What follows belongs to an exercise in optimizing a design on an open flow for small area and a short achievable clock period; a production flow would make more cautious choices.
At most, simulation tests tie the RTL to the original design; equivalence was not proved.
Only the layout flow was run in run 1; the RTL was not checked for function there.
Power figures rest on the tool's default switching activity, not on a simulated workload.

==> flow/design.v, too long to show whole: its modules and the start of the top module <==
// module adc_correct: 1781 lines
module adc_correct (
    input  wire        clk,
    input  wire        rst,           
    input  wire        cfg_we,
    input  wire [4:0]  cfg_addr,      
    input  wire [31:0] cfg_wdata,
    input  wire        swap,          
    output wire        active_half,
    input  wire        in_valid,
    input  wire [15:0] in_code,
    output reg         out_valid,
    output reg  [23:0] out_sample,
    output reg         out_sat
);
  // ...
==> flow/flow/run.sh <==
#!/bin/bash
# The standard layout (standard.sh, unchanged synthesis) with two changes to
# how the layout is optimised; the constraints and clock are the standard flow's own:
#  - repair_timing keeps 16 ns of extra setup slack (sizes for a ~6 ns period)
#  - the port buffers are buf_4 cells instead of the resizer's default pick
set -euo pipefail
cd "$(dirname "$0")/.."
bash standard.sh SETUP_SLACK_MARGIN=16 "BUFFER_PORTS_ARGS=-buffer_cell sky130_fd_sc_hd__buf_4" finish > standard_flow.log 2>&1
==> flow/standard.sh <==
#!/bin/bash
# synth_recipe.tcl (not shown) runs the flow's synth.tcl, then flattens the netlist and writes it again
# the make line also repeats each setting of config.mk as NAME=value (left out here)
make -C /OpenROAD-flow-scripts/flow DESIGN_CONFIG=/design/flow/config.mk WORK_HOME=/design/flow/orfs CLKGATE_MAP_FILE= SYNTH_SCRIPT=/design/flow/synth_recipe.tcl "${@:-finish}"
==> flow/config.mk <==
export PLATFORM = sky130hd
export DESIGN_NAME = adc_correct
export DESIGN_NICKNAME = adc_correct
export VERILOG_FILES = /design/flow/design.v
export SDC_FILE = /design/flow/constraint.sdc
export NUM_CORES = 4
export LEC_CHECK = 0
export CAP_MARGIN = 20
export CORE_MARGIN = 2
export CORE_UTILIZATION = 40
export CTS_BUF_LIST = sky130_fd_sc_hd__clkbuf_8
export SLEW_MARGIN = 20
==> flow/constraint.sdc <==
create_clock -name core_clock -period 22.0 [get_ports {clk}]
set_input_delay 4.4000 -clock core_clock [delete_from_list [all_inputs] [get_ports {clk}]]
set_output_delay 4.4000 -clock core_clock [all_outputs]
set_load 0.01 [all_outputs]
==> run summary, run 1 <==
The vertical die dimension came out at 422 um. The number of synthesized flops with an enable pin is 1120. Global routing finished with a remaining overflow of 0.

The number of detailed-routing iterations run before antenna repair is 6. Global routing used 30.6% of the available met1 tracks. The number of vias after detailed routing came out at 45700. Total power for the finished layout comes to 7.04 mW. The peak clock frequency supported by timing is 0.169 GHz. The die covers 0.178 mm^2. The ratio of cells with drive above 1 in the final layout is 11.4%. The flow ran to the end and the layout has no timing, DRC or antenna violations. Leaving out fill and tap cells, the most frequent cell in the layout is edfxtp_1. Setup repair after global routing left no endpoint under its margin. The delay contributed by the slowest stage of the critical path came out at 710 ps. The most critical setup path has its endpoint at lin_t0[10][16]. The portion of total power attributed to combinational logic is 22.9%. The critical path starts at cfg_we.

Routed signal wires occupy layers up through met5. After synthesis, the largest family of logic cells by area is adder cells. The largest fanout of any net on the critical path came out at 18.

Detailed placement ended at an HPWL of 126000 um. The family with the most delay on the worst path is simple AND/OR/NAND/NOR gates. In this run the critical register-to-register path is captured at b_base[23]. The number of antenna violations at the first check in global routing is 21. The total clock network power is 2.22 mW. The number of buffers other than clock buffers in the final layout came out at 223. The share of total power consumed by net switching came out at 31.8%. The number of global-route vias before repair was 46000. The number of clock sinks is 1447.

In the final layout, the registers with the most flip-flops are lin_t0: 512 flops, lin_t1: 512 flops. The path depth of the worst reg2reg path came out at 17. By instance count, the leading cell after synthesis is edfxtp_1. The fraction of area in multi-input gates came out at 34.2%. The pin count of the biggest net entering global routing came out at 44. Summed over all layers, the routed wires come to 219000 um. The clock tree synthesis step divided the H-tree into 4 levels. The number of nets in the finished design is 5906.
==> run 2, diff against run 1 <==
--- a/flow/design.v
+++ b/flow/design.v
@@ -10,29 +10,39 @@
     input  wire [15:0] in_code,
     output reg         out_valid,
     output reg  [23:0] out_sample,
     output reg         out_sat
 );
     reg        half;                      
     reg        half_n;                    
     assign active_half = half;
-    wire       gain_ok = |cfg_wdata[23:0];      
-    wire       we0 = cfg_we & ~half_n;          
-    wire       we1 = cfg_we & half_n;
-    wire       wo0 = we0 & (cfg_addr == 5'd0);
-    wire       wo1 = we1 & (cfg_addr == 5'd0);
-    wire       wg0 = we0 & (cfg_addr == 5'd1) & gain_ok;
-    wire       wg1 = we1 & (cfg_addr == 5'd1) & gain_ok;
+    reg        w_we;
+    reg        w_h1;                            
+    reg [4:0]  w_addr;
+    reg [31:0] w_data;
+    always @(posedge clk) begin
+        w_we   <= cfg_we & ~rst;
+        w_h1   <= half_n;
+        w_addr <= cfg_addr;
+        w_data <= cfg_wdata;
+    end
+    wire       gain_ok = |w_data[23:0];         
+    wire       we0 = w_we & ~w_h1;
+    wire       we1 = w_we & w_h1;
+    wire       wo0 = we0 & (w_addr == 5'd0);
+    wire       wo1 = we1 & (w_addr == 5'd0);
+    wire       wg0 = we0 & (w_addr == 5'd1) & gain_ok;
+    wire       wg1 = we1 & (w_addr == 5'd1) & gain_ok;
     wire [15:0] wl0, wl1;
     genvar gi;
     generate
         for (gi = 0; gi < 16; gi = gi + 1) begin : g_wdec
-            assign wl0[gi] = we0 & (cfg_addr == gi + 2);
-            assign wl1[gi] = we1 & (cfg_addr == gi + 2);
+            assign wl0[gi] = we0 & (w_addr == gi + 2);
+            assign wl1[gi] = we1 & (w_addr == gi + 2);
         end
     endgenerate
     reg [23:0] ofs_t0, ofs_t1, gain_t0, gain_t1;
     reg        ofs_id0, ofs_id1, gain_id0, gain_id1;    
     reg [15:0] lin_id0, lin_id1;
     always @(posedge clk) begin
         if (rst) begin
             half <= 1'b0;
@@ -47,63 +57,76 @@
             if (wo1) ofs_id1 <= 1'b0;
             if (wg0) gain_id0 <= 1'b0;
             if (wg1) gain_id1 <= 1'b0;
             lin_id0 <= lin_id0 & ~wl0;
             lin_id1 <= lin_id1 & ~wl1;
         end
     end
     always @(posedge clk) begin
-        if (wo0) ofs_t0 <= cfg_wdata[23:0];
-        if (wo1) ofs_t1 <= cfg_wdata[23:0];
-        if (wg0) gain_t0 <= cfg_wdata[23:0];
-        if (wg1) gain_t1 <= cfg_wdata[23:0];
+        if (wo0) ofs_t0 <= w_data[23:0];
+        if (wo1) ofs_t1 <= w_data[23:0];
+        if (wg0) gain_t0 <= w_data[23:0];
+        if (wg1) gain_t1 <= w_data[23:0];
     end
     reg [31:0] lin_t0 [0:15];
     reg [31:0] lin_t1 [0:15];
     generate
         for (gi = 0; gi < 16; gi = gi + 1) begin : g_lin
             always @(posedge clk) begin
-                if (wl0[gi]) lin_t0[gi] <= cfg_wdata;
-                if (wl1[gi]) lin_t1[gi] <= cfg_wdata;
+                if (wl0[gi]) lin_t0[gi] <= w_data;
+                if (wl1[gi]) lin_t1[gi] <= w_data;
             end
         end
     endgenerate
-    wire [3:0]  q_in = {~in_code[15], in_code[14:12]};
-    wire [15:0] qd_in;
+    reg        a1_valid;
+    reg [15:0] a1_code;
+    reg        a1_hn;                 
+    always @(posedge clk) begin
+        a1_valid <= ~rst & in_valid;
+        a1_code  <= in_code;
+        a1_hn    <= half_n;
+    end
+    wire [3:0]  q_a1 = {~a1_code[15], a1_code[14:12]};
+    wire [15:0] qd_a1;
     generate
         for (gi = 0; gi < 16; gi = gi + 1) begin : g_qdec
-            assign qd_in[gi] = (q_in == gi);
+            assign qd_a1[gi] = (q_a1 == gi);
         end
     endgenerate
     reg        a_valid;
     reg [15:0] a_code;
     reg [15:0] a_lsel0, a_lsel1;      
     reg [1:0]  a_osel, a_gsel;        
     reg        a_gid;                 
     always @(posedge clk) begin
-        a_valid <= ~rst & in_valid;
-        a_code  <= in_code;
-        a_lsel0 <= qd_in & {16{half_n}}  & ~lin_id0;
-        a_lsel1 <= qd_in & {16{~half_n}} & ~lin_id1;
-        a_osel  <= {~half_n & ~ofs_id1, half_n & ~ofs_id0};
-        a_gsel  <= {~half_n & ~gain_id1, half_n & ~gain_id0};
-        a_gid   <= half_n ? gain_id0 : gain_id1;
+        a_valid <= ~rst & a1_valid;
+        a_code  <= a1_code;
+        a_lsel0 <= qd_a1 & {16{a1_hn}}  & ~lin_id0;
+        a_lsel1 <= qd_a1 & {16{~a1_hn}} & ~lin_id1;
+        a_osel  <= {~a1_hn & ~ofs_id1, a1_hn & ~ofs_id0};
+        a_gsel  <= {~a1_hn & ~gain_id1, a1_hn & ~gain_id0};
+        a_gid   <= a1_hn ? gain_id0 : gain_id1;
     end
     reg  [31:0] lin;
     integer k;
     always @(*) begin
         lin = 32'd0;
         for (k = 0; k < 16; k = k + 1)
             lin = lin | ({32{a_lsel0[k]}} & lin_t0[k]) | ({32{a_lsel1[k]}} & lin_t1[k]);
     end
     wire [23:0] ofs  = ({24{a_osel[0]}} & ofs_t0)  | ({24{a_osel[1]}} & ofs_t1);
     wire [23:0] gain = ({24{a_gsel[0]}} & gain_t0) | ({24{a_gsel[1]}} & gain_t1)
                      | {1'b0, a_gid, 22'd0};
-    wire signed [25:0] base = $signed({a_code, 8'd0}) + $signed(lin[15:0]) - $signed(ofs);
+    wire [25:0] op_r = {{2{a_code[15]}}, a_code, 8'd0};
+    wire [25:0] op_d = {{10{lin[15]}}, lin[15:0]};
+    wire [25:0] op_o = ~{{2{ofs[23]}}, ofs};
+    wire [25:0] cs_s = op_r ^ op_d ^ op_o;
+    wire [25:0] cs_c = (op_r & op_d) | (op_r & op_o) | (op_d & op_o);
+    wire [25:0] base = cs_s + {cs_c[24:0], 1'b1};
     wire        rail = (a_code == 16'h7FFF) || (a_code == 16'h8000);
     reg        b_valid;
     reg [25:0] b_base;
     reg [15:0] b_ls;
     reg [23:0] b_gain;
     reg        b_rail;
     always @(posedge clk) begin
         b_valid <= ~rst & a_valid;
==> flow/config.mk (replaced) <==
export PLATFORM = sky130hd
export DESIGN_NAME = adc_correct
export DESIGN_NICKNAME = adc_correct
export VERILOG_FILES = /design/flow/design.v
export SDC_FILE = /design/flow/constraint.sdc
export NUM_CORES = 4
export LEC_CHECK = 0
export CAP_MARGIN = 20
export CORE_MARGIN = 2
export CORE_UTILIZATION = 40
export SLEW_MARGIN = 20
==> run summary, run 2 <==
The flow ran to the end and the layout has no timing, DRC or antenna violations. The area added between synthesis and finish is 12.6%. The number of clock sinks is 1503 (+3.9%). The number of vias after detailed routing came to 46000 (+0.74%).

The async set-reset flop share out of synthesis came out at 0%. The global-route wire length before repair is 322000 um. For the worst setup path, the data arrival time is 6380 ps.

The setup fix buffers added after clock tree synthesis is 0. The mapped netlist covers 0.0710 mm^2. The number of pins with negative max-slew slack in the final report is 0.

The number of synthesized flops with an enable pin came out at 1120 (unchanged). The cell family contributing the most delay on the critical path is adder cells. The minimum setup slack after placement came out at 15610 ps. The top cell types in the final layout, fill and taps aside, are edfxtp_1 (1120), a22oi_1 (758), inv_1 (555).

After floorplanning, the core was sized to cover 0.176 mm^2. The leftover overflow at the end of global routing came out at 0 (unchanged). In this run the remaining antenna-violating nets after routing total 0. After synthesis, the cell types taking the most area are edfxtp_1 (47%), dfxtp_1 (11%), fa_1 (10%), a22oi_1 (8.0%), xnor2_1 (3.2%).

The path depth of the worst reg2reg path was 18 (+1). The number of buffers inserted by port buffering came out at 84. The ratio of cells with drive above 1 in the final layout is 11.1% (-0.32 points). The clock-pin slew on the worst setup and hold paths came out at 60 ps. The total routing resource utilization after global routing is 24.5%. The delay contributed by the slowest stage of the critical path came to 540 ps (-170 ps). TritonCTS built the clock tree. The number of nets in the finished design is 5943 (+0.63%). Among the stages of the critical path, the cell type that occurs most often is fa_1.

Ranked by instance count, the synthesized netlist is headed by edfxtp_1 (1120), a22oi_1 (758), inv_1 (555). The detailed placement HPWL came out at 125000 um (-1.4%). The tool flagged a number of max-cap violations equal to 0.

The wire length reported by the detailed router came out at 224000 um (+2.2%). The headroom to the max-slew limit came out at 25.6%. The required time of the worst setup path came out at 22690 ps.

The number of synthesized register bits is 1503. Among all stages on the critical path, the largest delay is contributed by fa_1. The aggregate negative setup slack came out at 0 ps. The number of global-route vias before repair is 46600 (+1.2%). The root buffer cell chosen for the clock tree is clkbuf_16. The most numerous cell in the Yosys netlist is edfxtp_1.

The logic depth of the worst path, buffers included is 18. The weighted congestion reported at the end of routability-driven placement came out at 0.835. The type of the worst setup path is register to register.

Leaving out fill and tap cells, the most frequent cell in the layout is edfxtp_1. The number of ports placed on the die boundary came out at 85. The post-synthesis average cell area is 13.4 um^2. The warning count from the yosys run came out at 3. STA classifies the critical path endpoint as a register.

The element type at the critical path start is a register. The share of the synthesized area in the top cell type came out at 47.3%. The biggest area contributor in the post-synthesis netlist is edfxtp_1. The critical path goes through a22oi_1 -> xnor2_1 -> fa_1 -> fa_1 -> fa_1 -> inv_1 -> fa_1 -> inv_1 -> ha_1 -> a21oi_1 -> o21ai_0 -> a2111o_1 -> a21oi_2 -> nor2b_1 -> a221o_1 -> a311o_1 -> a21oi_1 -> xnor2_1. Synthesis handed over a netlist of 5302 instances. The min-delay analysis places its worst path in the category register to register. The worst path meets setup with 16310 ps of slack. Setup repair after global routing left no endpoint under its margin. The clock tree skew after final layout came out at 87.5 ps. The clock passes through at most 3 buffers. The overall die area is 0.181 mm^2 (+1.6%). At the pin with the least slew margin, the transition time is 1110 ps. In the final layout, the multi-input gates occupy 0.0265 mm^2.

The number of detailed-routing iterations run before antenna repair came out at 6 (unchanged). The H-tree depth reported by CTS was 4 (unchanged). The average wire per standard cell is 28.6 um. The peak clock frequency supported by timing came out at 0.176 GHz (+3.9%). The detailed router finished its first iteration with 5931 violations. Summing all flip-flop and latch instances after layout gives 0.0414 mm^2. The number of endpoints with negative hold slack in the final report is 0. Counting the buffers created by CTS gives 156. After filler insertion, the fill cell instance count of the layout stands at 15700. The floorplan step set the die width to 425 um. The count of final setup violators came out at 0. The net count of the mapped netlist is 5897. For the worst-skew pair, the clock arrives at the later sink with an insertion delay of 820 ps. The maximum ir drop on the vdd rail is 67.6 uV. The floorplan has 154 rows. The post-detailed-route via-to-cell ratio came out at 5.89. The number of antenna violations at the first check in global routing came out at 5 (-76%). The initial utilization of the core area, before any placement, comes to 40.3%. The count of cells along the worst hold path is 0. The worst path buffer plus inverter count is 2. The DRC violation count after routing is 0.

The vertical die dimension is 425 um (+0.82%). The largest fanout of any net on the critical path is 16 (-2). The largest registers in the layout are lin_t0: 512 flops, lin_t1: 512 flops, w_data: 32 flops. The leakage dissipation is 28.8 nW. The period utilization came out at 25.9%. The number of different library cells in the post-synthesis netlist is 66. After synthesis, flip-flops and latches occupy 58.1% of the total area. The final critical path time including I/O delays and setup is 5690 ps. The primary flip-flop cell chosen by synthesis mapping is edfxtp_1.

The power density of the placed cells came out at 92.7 mW/mm^2. The pin count of the biggest net entering global routing came out at 54 (+23%).
[run 2: cell types whose count changed in the layout (fill, tap and decap cells not counted), moves of 10 or more]
cell | previous run | this run
a22oi_1 | 787 | 758
a22o_1 | 93 | 114
clkinv_1 | 47 | 15
buf_4 | 223 | 252
dfxtp_1 | 279 | 321
inv_1 | 600 | 555
clkbuf_1 | 0 | 44
clkbuf_8 | 246 | 18
clkbuf_16 | 0 | 159
nand3_1 | 83 | 68
nand2b_1 | 60 | 70
o21ai_0 | 119 | 130
nand4_1 | 78 | 91
[run 2: repair_timing]
| action | in CTS | in global routing |
|---|---|---|
| setup endpoints to repair | 11 | 10 |
| hold buffers | 0 | 0 |
| gates resized for setup | 13 | 22 |
| gates cloned | 0 | 0 |
[run 2: final cells by class]
type	count	area share (%)
diodes	1	0.00313
flip-flops and latches	1503	51.7
multi-input cells	2878	33.2
inverters	557	2.62
clock buffers	221	5.49
well taps	2340	3.66
repair buffers	252	2.36
clock inverters	69	0.980
[run 2: worst paths after layout]
path	to	slack (ps)	start
worst min-delay path	d_rail	320	c_rail
worst max-delay path	c_y[19]	16310	b_u_two0
worst max register to register	c_y[19]	16310	b_u_two0
worst min register to register	d_rail	320	c_rail
[run 2: kinds of logic after synthesis]
logic type | Yosys count | synth area share (%)
simple gates | 570 | 4.37
mux | 9 | 0.139
fa+ha+maj | 538 | 13.3
buf+inv | 921 | 4.88
xor+xnor | 511 | 6.30
flops | 1503 | 58.1
compound gates | 1250 | 12.9
[run 2: layer usage]
layer | vias up | GRT usage, % | wire (um)
met3 | 531 | 5.07 | 22000
met2 | 2618 | 41.3 | 108000
met1 | 23500 | 31.5 | 85500
met4 | 4 | 8.09 | 8030
met5 | - | 0 | 34
li1 | 19400 | - | -
[run 2: through the flow]
step                cell area, um^2  instances  util (%)  power, mW  hold slack (ps)
detailed placement            74800       7530      42.4       4.84              313
floorplan                     71000       5302         -       4.32              310
global placement              74800       7530      42.4       4.81              316
finish                        80000       7821      45.4       7.42              324
CTS                           80000       7820      45.4       7.45              324
global route                  80000       7820      45.4       7.74              337
[run 2: power by group]
part           switching, mW  internal (mW)  total [mW]
Combinational           1.01          0.541        1.55
Sequential            0.0578           3.17        3.23
Clock                   1.14           1.49        2.64
Total                   2.21           5.21        7.42
==> run 3, diff against run 2 <==
--- a/flow/config.mk
+++ b/flow/config.mk
@@ -9,3 +9,5 @@
 export CORE_MARGIN = 2
 export CORE_UTILIZATION = 40
+export CTS_CLUSTER_DIAMETER = 80
+export CTS_CLUSTER_SIZE = 30
 export SLEW_MARGIN = 20
==> run summary, run 3 <==
The async set-reset flop share out of synthesis came out at 0% (unchanged). The measured slew at the worst slew-check pin came out at 1180 ps (+65.4 ps). The cell family contributing the most delay on the critical path is adder cells. The power density of the placed cells is 85.0 mW/mm^2 (-8.3%). The number of buffers inserted by port buffering is 84 (unchanged). The warning count from the yosys run came to 3 (unchanged). The most numerous cell in the Yosys netlist is edfxtp_1. The DRC violation count after routing is 0 (unchanged).

The portion of total power attributed to combinational logic was 23.4% (+2.5 points). The number of different library cells in the post-synthesis netlist came out at 66 (unchanged). The aggregate negative setup slack came out at 0 ps (unchanged). The count of fill cells added during filler insertion is 15800 (+1.1%). After synthesis, the cell types taking the most area are edfxtp_1 (47%), dfxtp_1 (11%), fa_1 (10%), a22oi_1 (8.0%), xnor2_1 (3.2%). The worst setup path is of the register to register kind. The post-synthesis average cell area came to 13.4 um^2 (unchanged).

The largest total area in the synthesized netlist belongs to edfxtp_1. The number of antenna violations at the first check in global routing came out at 8 (+3). The number of synthesized flops with an enable pin is 1120 (unchanged). The worst path buffer plus inverter count is 3 (+1). The final worst slack was 16270 ps (-47.0 ps). The total of hold buffers inserted after clock tree synthesis is 0 (unchanged). The vertical die dimension is 425 um (unchanged). The number of pins with negative max-slew slack in the final report came out at 0 (unchanged).

The number of nets in the finished design was 5867 (-1.3%). The area added between synthesis and finish came out at 9.53%. The relative contribution of sequential cells to total power came out at 48.8% (+5.2 points).

The global routing met3 resource utilization is 4.89% (-0.18 points). The H-tree depth reported by CTS came to 3 (-1). The library cell appearing most often on the critical path is fa_1.

The number of synthesized register bits was 1503 (unchanged). The required time of the worst setup path came out at 22680 ps (about the same). The minimum setup slack after placement came out at 15610 ps (unchanged). The delay contributed by the slowest stage of the critical path came out at 650 ps (+110 ps). TritonCTS built the clock tree. The flow ran to the end and the layout has no timing, DRC or antenna violations.

The largest fanout of any net on the critical path is 13 (-3). The peak clock frequency supported by timing came out at 0.174 GHz (-0.82%). The core area came out at 0.176 mm^2 (unchanged).

The horizontal die dimension came to 425 um (unchanged). The DRC violation total after the first TritonRoute iteration came out at 5591 (-5.7%). The pin count of the biggest net entering global routing came out at 54 (unchanged). The number of global-route vias before repair is 45700 (-1.9%). The library cell used most frequently in the layout, excluding fill and tap cells, is edfxtp_1. The summed instance area of the synthesized netlist came out at 0.0710 mm^2 (unchanged). In this run the worst hold path is classified as register to register. The clock network latency to the later pin of the worst-skew pair came out at 770 ps (-50 ps).

The period utilization came out at 26.1% (+0.21 points). The overall die area is 0.181 mm^2 (unchanged). Among all flip-flop cells after synthesis, the most frequent one is edfxtp_1. The number of ports placed on the die boundary came out at 85 (unchanged).

The final core area utilization came to 44.1% (-1.3 points). The setup fix buffers added after clock tree synthesis was 0 (unchanged). The cell row count is 154 (unchanged). The maximum ir drop on the vdd rail came out at 61.9 uV (-8.5%). The average wire per standard cell came out at 28.8 um (+0.79%).

The count of final setup violators came to 0 (unchanged). The wire length reported by the detailed router was 221000 um (-1.0%). The synthesized instance count came out at 5302 (unchanged). The global-route wire length before repair came out at 319000 um (-1.1%). The clock-pin slew on the worst setup and hold paths is 90 ps (+30 ps). The cell at the slowest stage of the critical path is dfxtp_1. In the layout the commonest cells are edfxtp_1 (1120), a22oi_1 (758), inv_1 (555). The count of nets left with antenna violations after detail routing came out at 0 (unchanged). Setup repair after global routing left no endpoint under its margin. The total internal power was 4.51 mW (-13%). The endpoint type of the worst setup path is a register. The leftover overflow at the end of global routing came out at 0 (unchanged).

Sorting the synthesized cells by how often they occur yields edfxtp_1 (1120), a22oi_1 (758), inv_1 (555). The number of detailed-routing iterations run before antenna repair came out at 6 (unchanged). The number of vias after detailed routing came to 45600 (-1.0%). STA classifies the critical path startpoint as a register. The reported net switching power came out at 2.11 mW (-4.5%).

The sequential cell area fraction in the yosys report came out at 58.1% (unchanged). The number of endpoints with negative hold slack in the final report came out at 0 (unchanged). The headroom to the max-slew limit came to 21.2% (-4.4 points). The post-detailed-route via-to-cell ratio came out at 5.93 (+0.81%). The weighted congestion reported at the end of routability-driven placement came out at 0.835 (unchanged).

The detailed placement HPWL is 125000 um (unchanged). The number of buffers on the longest clock path came out at 3 (unchanged). The met1 layer usage reported by global route came out at 31.3% (-0.22 points). The buffer type at the clock tree root is clkbuf_16.

Walking the worst path, the cells encountered are a22oi_1 -> xor2_1 -> fa_1 -> fa_1 -> inv_1 -> fa_1 -> inv_1 -> fa_1 -> inv_1 -> ha_1 -> nand2_1 -> o21ai_0 -> a2111o_1 -> a21oi_2 -> nor2b_1 -> a221o_1 -> a311o_1 -> a21oi_1 -> xnor2_1. The worst hold margin is 325 ps (+1.86 ps). The number of max-cap violations is 0 (unchanged). The leakage dissipation came out at 27.7 nW (-3.8%). The number of clock sinks was 1503 (unchanged). The net count of the mapped netlist was 5897 (unchanged). The final critical path time including I/O delays and setup came to 5730 ps (+47.0 ps). The clock tree skew after final layout came out at 99.4 ps (+11.8 ps). The critical path data arrival time was 6410 ps (+30 ps). The share of total power consumed by net switching came out at 31.9% (+2.1 points). The clock power share came out at 27.8% (-7.7 points). The share of the synthesized area in the top cell type came out at 47.3% (unchanged). The initial standard-cell utilization of the core is 40.3% (unchanged). The largest registers in the layout are lin_t0: 512 flops, lin_t1: 512 flops, w_data: 32 flops. The total routing resource utilization after global routing is 24.2% (-0.29 points). After global routing, the most crowded layer is met2. The number of buffers inserted during clock tree synthesis is 80 (-49%). The met2 routing resource usage after global routing is 40.8% (-0.55 points). The ratio of cells with drive above 1 in the final layout is 9.52% (-1.6 points).
==> run 3: cell counts after synthesis <==
No cell type changed its count.
==> run 3: worst paths after layout <==
check	start	end	depth (start not counted)	slack [ps]
worst max-delay path	b_ls[4]	c_y[19]	19	16270
worst min-delay path	c_rail	d_rail	0	330
worst max register to register	b_ls[4]	c_y[19]	19	16270
worst min register to register	c_rail	d_rail	0	330
==> run 3: layer usage <==
layer	part of all wire [%]	vias up
met2	48	2570
met4	3.7	8
met5	0.024	-
met3	10	494
met1	38	23400
li1	-	19100
==> run 3: final cells by class <==
| class | count | area, um^2 | share of cell area [%] |
|---|---|---|---|
| Inverter | 557 | 2100 | 2.69 |
| Clock buffer | 95 | 2110 | 2.71 |
| Tap cell | 2340 | 2930 | 3.76 |
| Multi-Input combinational cell | 2878 | 26500 | 34.1 |
| Antenna cell | 3 | 7.51 | 0.00965 |
| Sequential cell | 1503 | 41400 | 53.2 |
| Clock inverter | 53 | 866 | 1.11 |
| Timing Repair Buffer | 252 | 1890 | 2.43 |
==> run 3: cell families (layout without fill, tap and decap cells) <==
logic type / Yosys count / after routing / synth area share [%]
xor+xnor: 511 / 511 / 6.30
fa+ha+maj: 538 / 538 / 13.3
compound gates: 1250 / 1250 / 12.9
buf+inv: 921 / 957 / 4.88
mux: 9 / 9 / 0.139
flops: 1503 / 1503 / 58.1
other cells: 0 / 3 / 0
simple gates: 570 / 570 / 4.37
==> run 3: stage by stage <==
step | power [mW] | area [um^2] | std cells
after CTS | 6.64 | 77800 | 7678
after detailed placement | 4.84 | 74800 | 7530
after global placement | 4.81 | 74800 | 7530
final | 6.62 | 77800 | 7681
after global routing | 6.92 | 77800 | 7678
after floorplan | 4.32 | 71000 | 5302
==> run 3: power by group through the flow <==
stage / Combinational (mW) / Sequential, mW / Clock [mW]
final: 1.55 / 3.23 / 1.84
after global routing: 1.72 / 3.24 / 1.96
after CTS: 1.55 / 3.23 / 1.87
after detailed placement: 1.54 / 3.29 / 0
after global placement: 1.52 / 3.29 / 0
after floorplan: 1.03 / 3.29 / 0
==> run 3: what timing repair did <==
action | CTS | global route
gates resized for setup | 9 | 21
hold endpoints to repair | 0 | 0
endpoints found under the setup margin | 11 | 9
==> run 4, diff against run 3 <==
--- a/flow/config.mk
+++ b/flow/config.mk
@@ -6,8 +6,7 @@
 export NUM_CORES = 4
 export LEC_CHECK = 0
+export ABC_CLOCK_PERIOD_IN_PS = 5000
 export CAP_MARGIN = 20
 export CORE_MARGIN = 2
 export CORE_UTILIZATION = 40
-export CTS_CLUSTER_DIAMETER = 80
-export CTS_CLUSTER_SIZE = 30
 export SLEW_MARGIN = 20
==> run summary, run 4 <==
The register-to-register setup slack came out at 16310 ps (+50 ps). The leftover overflow at the end of global routing is 0 (unchanged). Clock tree synthesis selected as its root buffer the cell clkbuf_16.

The launching element of the worst setup path is b_u_two0. The share of total power consumed by net switching came out at 29.8% (-2.1 points). The DRC violation count after routing was 0 (unchanged).

The wire length reported by the detailed router was 224000 um (+1.0%). The pin count of the biggest net entering global routing came out at 54 (unchanged). The number of max-cap violations came to 0 (unchanged). The headroom to the max-slew limit came out at 25.6% (+4.4 points). The total of hold buffers inserted after clock tree synthesis came out at 0 (unchanged). The clock network latency to the later pin of the worst-skew pair came out at 820 ps (+50 ps). The path depth of the worst reg2reg path was 18 (-1). The ratio of cells with drive above 1 in the final layout is 11.1% (+1.6 points). The peak clock frequency supported by timing was 0.176 GHz (+0.83%). The main combinational cell family by area after synthesis is adder cells. The setup fix buffers added after clock tree synthesis came out at 0 (unchanged). The reported net switching power is 2.21 mW (+4.7%). The maximum ir drop on the vdd rail is 67.6 uV (+9.3%). Leaving out fill and tap cells, the most frequent cells in the layout are edfxtp_1 (1120), a22oi_1 (758), inv_1 (555). The primary flip-flop cell chosen by synthesis mapping is edfxtp_1. The number of ports placed on the die boundary came to 85 (unchanged).

The most common cell in the synthesized netlist is edfxtp_1. The horizontal die dimension is 425 um (unchanged). The number of vias after detailed routing is 46000 (+1.0%). The share of the synthesized area in the top cell type came out at 47.3% (unchanged).

The count of nets left with antenna violations after detail routing is 0 (unchanged). The tightest min-delay check is of the register to register type. The relative contribution of sequential cells to total power is 43.6% (-5.2 points).

The most common library cell in the layout ignoring fill and taps is edfxtp_1. The clock-pin slew on the worst setup and hold paths is 60 ps (-30 ps). The sequential cell area fraction in the yosys report is 58.1% (unchanged).

The final worst slack was 16310 ps (+47.0 ps). The worst register-to-register path ends at c_y[19]. The power density of the placed cells came out at 92.7 mW/mm^2 (+9.0%).

The count of final setup violators is 0 (unchanged). The aggregate negative setup slack came to 0 ps (unchanged). The number of clock sinks came out at 1503 (unchanged). The total routing resource utilization after global routing came to 24.5% (+0.29 points). TritonCTS built the clock tree. The xor and xnor fraction of the mapped netlist area came out at 6.30% (unchanged). The number of pins with negative max-slew slack in the final report is 0 (unchanged).

The number of buffers on the longest clock path is 3 (unchanged). The weighted congestion reported at the end of routability-driven placement came out at 0.835 (unchanged). The area growth from synthesis to layout is 12.6%.

The number of synthesized flops with an enable pin came out at 1120 (unchanged). The largest fanout of any net on the critical path is 16 (+3). The vertical die dimension is 425 um (unchanged).

The required time of the worst setup path is 22690 ps (about the same). The summed instance area of the synthesized netlist is 0.0710 mm^2 (unchanged). The overall die area is 0.181 mm^2 (unchanged). The net count of the mapped netlist was 5897 (unchanged).

The detailed placement HPWL is 125000 um (unchanged). The warning count from the yosys run came out at 3 (unchanged). The leakage dissipation is 28.8 nW (+3.9%). By area the synthesized netlist is led by edfxtp_1 (47%), dfxtp_1 (11%), fa_1 (10%), a22oi_1 (8.0%), xnor2_1 (3.2%). The post-route non-filler standard cell count came out at 7821 (+1.8%).

The post-detailed-route via-to-cell ratio was 5.89 (-0.80%). The total internal power came to 5.21 mW (+16%). The global-route wire length before repair is 322000 um (+1.2%). The commonest cells after synthesis are edfxtp_1 (1120), a22oi_1 (758), inv_1 (555).

The period utilization came to 25.9% (-0.21 points). The number of buffers inserted by port buffering is 84 (unchanged). The total power is 7.42 mW (+12%). The multiplexer fraction of the synthesized cell area came out at 0.139% (unchanged).

The initial standard-cell utilization of the core is 40.3% (unchanged). The average wire per standard cell was 28.6 um (-0.78%). The largest registers in the layout are lin_t0: 512 flops, lin_t1: 512 flops, w_data: 32 flops. The worst setup path is launched from a register. By startpoint and endpoint, the worst setup path is classified as register to register. The number of endpoints with negative hold slack in the final report was 0 (unchanged). The number of synthesized register bits came out at 1503 (unchanged). The DRC violation total after the first TritonRoute iteration is 5931 (+6.1%). The critical path data arrival time is 6380 ps (-30 ps). The worst hold margin came out at 324 ps (-1.86 ps). The number of different library cells in the post-synthesis netlist came out at 66 (unchanged). The adder-cell area share of the yosys netlist came out at 13.3% (unchanged). The final critical path time including I/O delays and setup came out at 5690 ps (-47.0 ps). The cell row count came to 154 (unchanged). The number of buffers inserted during clock tree synthesis came out at 156 (+95%). The critical path capture point is c_y[19]. The share of the synthesized area in compound gates (AO/OA/AOI/OAI) is 12.9% (unchanged). The post-synthesis average cell area is 13.4 um^2 (unchanged).

Of all cell types, the one taking the most synthesized area is edfxtp_1. The simple logic cell fraction of the synthesized area is 4.37% (unchanged). The number of detailed-routing iterations run before antenna repair was 6 (unchanged). The clock tree skew after final layout was 87.5 ps (-11.8 ps). The core area is 0.176 mm^2 (unchanged). The minimum setup slack after placement is 15610 ps (unchanged). The number of placed instances with taps included was 7530 (unchanged). The endpoint type of the worst setup path is a register. The count of fill cells added during filler insertion came out at 15700 (-1.1%).

The H-tree depth reported by CTS is 4 (+1). The flow ran to the end and the layout has no timing, DRC or antenna violations. The clock power share came to 35.5% (+7.7 points). The startpoint identified for the worst register-to-register timing path is b_u_two0. Setup repair after global routing left no endpoint under its margin. The number of global-route vias before repair came out at 46600 (+1.9%). The number of nets in the finished design came out at 5943 (+1.3%). The portion of total power attributed to combinational logic is 20.9% (-2.5 points). The total of cells resized after clock tree synthesis is 13 (+4). The number of antenna violations at the first check in global routing was 5 (-3). The async set-reset flop share out of synthesis was 0% (unchanged). The synthesized instance count is 5302 (unchanged). The measured slew at the worst slew-check pin is 1110 ps (-65.4 ps).
run 4: cell counts after synthesis:
No cell type changed its count.
run 4: cells by family after synthesis:
| kind of cell | Yosys count |
|---|---|
| flops | 1503 |
| compound gates | 1250 |
| buf+inv | 921 |
| simple gates | 570 |
| fa+ha+maj | 538 |
| xor+xnor | 511 |
| mux | 9 |
run 4: per-stage QoR:
| step | instance area, um^2 | util [%] |
|---|---|---|
| after global routing | 80000 | 45.4 |
| after CTS | 80000 | 45.4 |
| after global placement | 74800 | 42.4 |
| after floorplan | 71000 | - |
| after detailed placement | 74800 | 42.4 |
| final | 80000 | 45.4 |
run 4: worst min-delay path by stage:
| stage | to | depth (start not counted) | from |
|---|---|---|---|
| after floorplan | a_code[0] | 0 | a1_code[0] |
| after global placement | a_code[0] | 0 | a1_code[0] |
| after detailed placement | d_rail | 0 | c_rail |
| after CTS | d_rail | 0 | c_rail |
| after global routing | a_code[7] | 0 | a1_code[7] |
| final | d_rail | 0 | c_rail |
run 4: area by class of cell:
class / count / area, um^2 / share of cell area [%]
clock buffer: 221 / 4390 / 5.49
clock inverter: 69 / 785 / 0.980
timing repair buffer: 252 / 1890 / 2.36
tap: 2340 / 2930 / 3.66
inverter: 557 / 2100 / 2.62
sequential: 1503 / 41400 / 51.7
antenna: 1 / 2.50 / 0.00313
multi-input combinational: 2878 / 26500 / 33.2
run 4: power groups by stage:
stage                     clock network, mW  logic (mW)  registers (mW)
after floorplan                           0        1.03            3.29
after CTS                              2.67        1.55            3.23
after global placement                    0        1.52            3.29
final                                  2.64        1.55            3.23
after global routing                   2.78        1.72            3.24
after detailed placement                  0        1.54            3.29
run 4: worst max-delay path, stage by stage, from the launching register on:
cell	delay [ps]
dfxtp_2	470
a22oi_1	150
xnor2_1	240
fa_1	490
fa_1	520
fa_1	540
inv_1	50
fa_1	500
inv_1	40
ha_1	320
a21oi_1	160
o21ai_0	190
a2111o_1	460
a21oi_2	230
nor2b_1	130
a221o_1	380
a311o_1	410
a21oi_1	180
xnor2_1	130
run 4: per-layer routing:
metal | vias to the layer above | GRT usage [%] | share of wire (%)
li1 | 19400 | - | -
met1 | 23500 | 31.5 | 38
met2 | 2618 | 41.3 | 48
met3 | 531 | 5.07 | 9.8
met4 | 4 | 8.09 | 3.6
met5 | - | 0 | 0.015

## afterwards: timing with drivers on the ports
No port has a modelled driver above. Below, the same layouts with a new extraction and two added sets of constraints.
Step 1 assumes that a clkbuf_16 drives the clock port and a buf_2 every other input.
Step 2 moves the port delays by t, midway between the first and last clock arrival at a register: inputs arrive t later, outputs are due t later. That takes back most of the time a late clock gives input paths.
Slacks: ideal / step 1 / step 2; pairs: ideal / step 1.
| run | t, ns | setup WS [ns] | worst hold slack (ns) | latest minus earliest clock arrival (ns) | pins driven straight from the clock port |
|---|---|---|---|---|---|
| run 1 | 1.012 | 16.090 / 16.073 / 15.078 | 0.332 / 0.332 / 0.332 | 0.135 / 0.135 | 1 |
| run 2 | 0.859 | 16.312 / 16.244 / 16.312 | 0.324 / 0.324 / 0.324 | 0.093 / 0.093 | 1 |
| run 3 | 0.804 | 16.265 / 16.253 / 16.265 | 0.325 / 0.325 / 0.325 | 0.110 / 0.110 | 1 |
| run 4 | 0.859 | 16.312 / 16.244 / 16.312 | 0.324 / 0.324 / 0.324 | 0.093 / 0.093 | 1 |
After both steps every run listed still meets setup and hold. For run 1, which loses most, drivers alone change the setup slack by -0.017 ns; drivers and shift together by -1.012 ns.
